Source: an optimization exercise on an open RTL-to-GDS flow (aim: small area and a short achievable clock period). Production flows keep margins and buffers that such runs may drop.
The RTL was checked by simulation tests, not by an equivalence proof against the original design.

## v18
Design comp_pixel, start of the top module:
module comp_pixel (
    input  wire        clk,
    input  wire        rst,
    input  wire        in_valid,
    input  wire        in_on_canvas,
    input  wire [3:0]  in_layer_en,      
    input  wire        in_base_hit,      
    input  wire [15:0] in_b00,
    input  wire [15:0] in_b10,
    input  wire [15:0] in_b01,
    input  wire [15:0] in_b11,
    input  wire [7:0]  in_bfu,
    input  wire [7:0]  in_bfv,
    input  wire [15:0] in_s00,
    input  wire [15:0] in_s10,
    input  wire [15:0] in_s01,
    input  wire [15:0] in_s11,
    input  wire [7:0]  in_sfu,
    input  wire [7:0]  in_sfv,
    input  wire [15:0] in_floor,
    input  wire [15:0] in_ceil,
    input  wire [7:0]  in_crema,
    input  wire        in_stitch_en,
    input  wire [16:0] in_wn,            
    input  wire        in_unif_en,
    input  wire [15:0] in_gain,          
    output reg         out_valid,
    output reg  [15:0] out_v,
    output reg  [15:0] out_pre,
    output reg         out_sat,
    output reg         out_l3
);
clock: 55.0 ns
lec_check: 0
cap_margin: 20
core_margin: 2
core_utilization: 40
place_density: 0.6
slew_margin: 20
standard.sh (not shown) runs the stock make flow with config.mk's settings and CLKGATE_MAP_FILE= SYNTH_SCRIPT=/design/flow/synth_recipe.tcl, a recipe that flattens the netlist after the stock synthesis.
==> flow/flow/run.sh <==
#!/bin/bash
# Layout flow: the standard synthesis, an inverter clean-up around the full
# adders of its netlist (flow/fixinv.py), then the standard layout steps with
# the smallest buffer on the ports.
set -euo pipefail
here=$(pwd)
res=$here/orfs/results/sky130hd/comp_pixel/base

bash standard.sh synth > "$here/synth.log" 2>&1

python3 flow/fixinv.py "$res/1_2_yosys.v" "$here/1_2_yosys.fixinv.v" > "$here/fixinv.log" 2>&1
cp "$res/1_2_yosys.v" "$here/1_2_yosys.standard.v"
cp "$here/1_2_yosys.fixinv.v" "$res/1_2_yosys.v"
touch "$res/1_2_yosys.v"

bash standard.sh "BUFFER_PORTS_ARGS=-buffer_cell sky130_fd_sc_hd__buf_1" finish > "$here/layout.log" 2>&1
Other scripts of this flow, unchanged in this note and not shown: flow/flow/fixinv.py
v18: full flow OK, the timing, DRC and antenna checks passed
### v18 -> v30
Settings: changing PLACE_DENSITY from 0.6 to 0.65; changing CORE_UTILIZATION from 40 to 50; setting CTS_BUF_LIST to sky130_fd_sc_hd__clkbuf_16 for the first time; setting CTS_CLUSTER_SIZE to 40 for the first time; setting CTS_CLUSTER_DIAMETER to 100 for the first time.
Notes after the runs:
Looking at sequential share of layout area, v30 sits 0.29 points above v18.
Inputs modified between v30 and v16:
Settings: CTS_CLUSTER_SIZE now 30, was 40.
-- flow/flow/run.sh --
<<< v30, line 15

bash standard.sh "BUFFER_PORTS_ARGS=-buffer_cell sky130_fd_sc_hd__buf_1" finish > "$here/layout.log" 2>&1
>>> v16, line 15

bash standard.sh REMOVE_ABC_BUFFERS=1 "BUFFER_PORTS_ARGS=-buffer_cell sky130_fd_sc_hd__buf_1" finish > "$here/layout.log" 2>&1
Notes after the runs:
- v16 closes out successfully: all stages finished, all timing, DRC and antenna checks passed.
- Count of filler cells inserted in the layout in v16 is 39 lower than in v30
- The run showing the greater longest individual stage delay on the worst path is v16.
- [compare] base=v30 new=v16: detailed-route wire length moved up.
- There was hardly any difference in relative area change from synthesis to final layout between v30 and v16.
- Of v30 and v16, the lower routed wire length on met2 belongs to v30.
- Relative to v30, global routing met2 resource utilization increased by 2.2 points in v16.


run a:
comp_pixel again, from the RTL that the note above started with.
clock: 55.0 ns
lec_check: 0
cap_margin: 20
core_margin: 2
core_utilization: 40
place_density: 0.6
slew_margin: 20
run.sh (not shown) runs the stock make flow with config.mk's settings and CLKGATE_MAP_FILE= SYNTH_SCRIPT=/design/flow/synth_recipe.tcl, a recipe that flattens the netlist after the stock synthesis.
Stock flow here: none of the scripts above is used.
## Diff of input files: run b against run a
- a change of PLACE_DENSITY from 0.6 to 0.7
- an added CTS_BUF_LIST of sky130_fd_sc_hd__clkbuf_4 sky130_fd_sc_hd__clkbuf_8
- an added CTS_CLUSTER_SIZE of 20
- a change of CORE_UTILIZATION from 40 to 60
--- outcome ---
Global-route wire length before repair (run b vs. run a) decreases by a few percent. In the reports for run a and run b, the larger met3 global-route usage belongs to run b. Run b against run a: routed wire length dropped about 4.3%, final cell count moved down, worst setup slack went down by 0.11 ns, fraction of cell area in non-clock buffers closely matched the old numbers.

what the ideal ports hide:
The flow's constraints put no driver on any port. The routed layouts listed below were extracted and timed again, unchanged, in two steps.
Step 1: set_driving_cell puts a clkbuf_16 on clk and a buf_2 on each other input, an assumption about the parent block.
Step 2 also shifts input and output timing later by t, the mid clock arrival at the registers, as if the neighbouring blocks saw the same clock.
a / b / c = no drivers / after step 1 / after step 2; a / b = the first two.
run	shift t [ns]	slack for setup (ns)	slew at the worst register clock pin (ns)
v18	0.748	42.853 / 42.764 / 43.512	0.07 / 0.07
v30	0.728	42.842 / 42.766 / 43.494	0.12 / 0.12
v16	0.732	42.680 / 42.602 / 43.333	0.11 / 0.11
run a	0.744	42.494 / 42.402 / 43.146	0.07 / 0.07
run b	0.814	42.379 / 42.311 / 43.124	0.08 / 0.08
After both steps setup and hold are still met in every run listed.
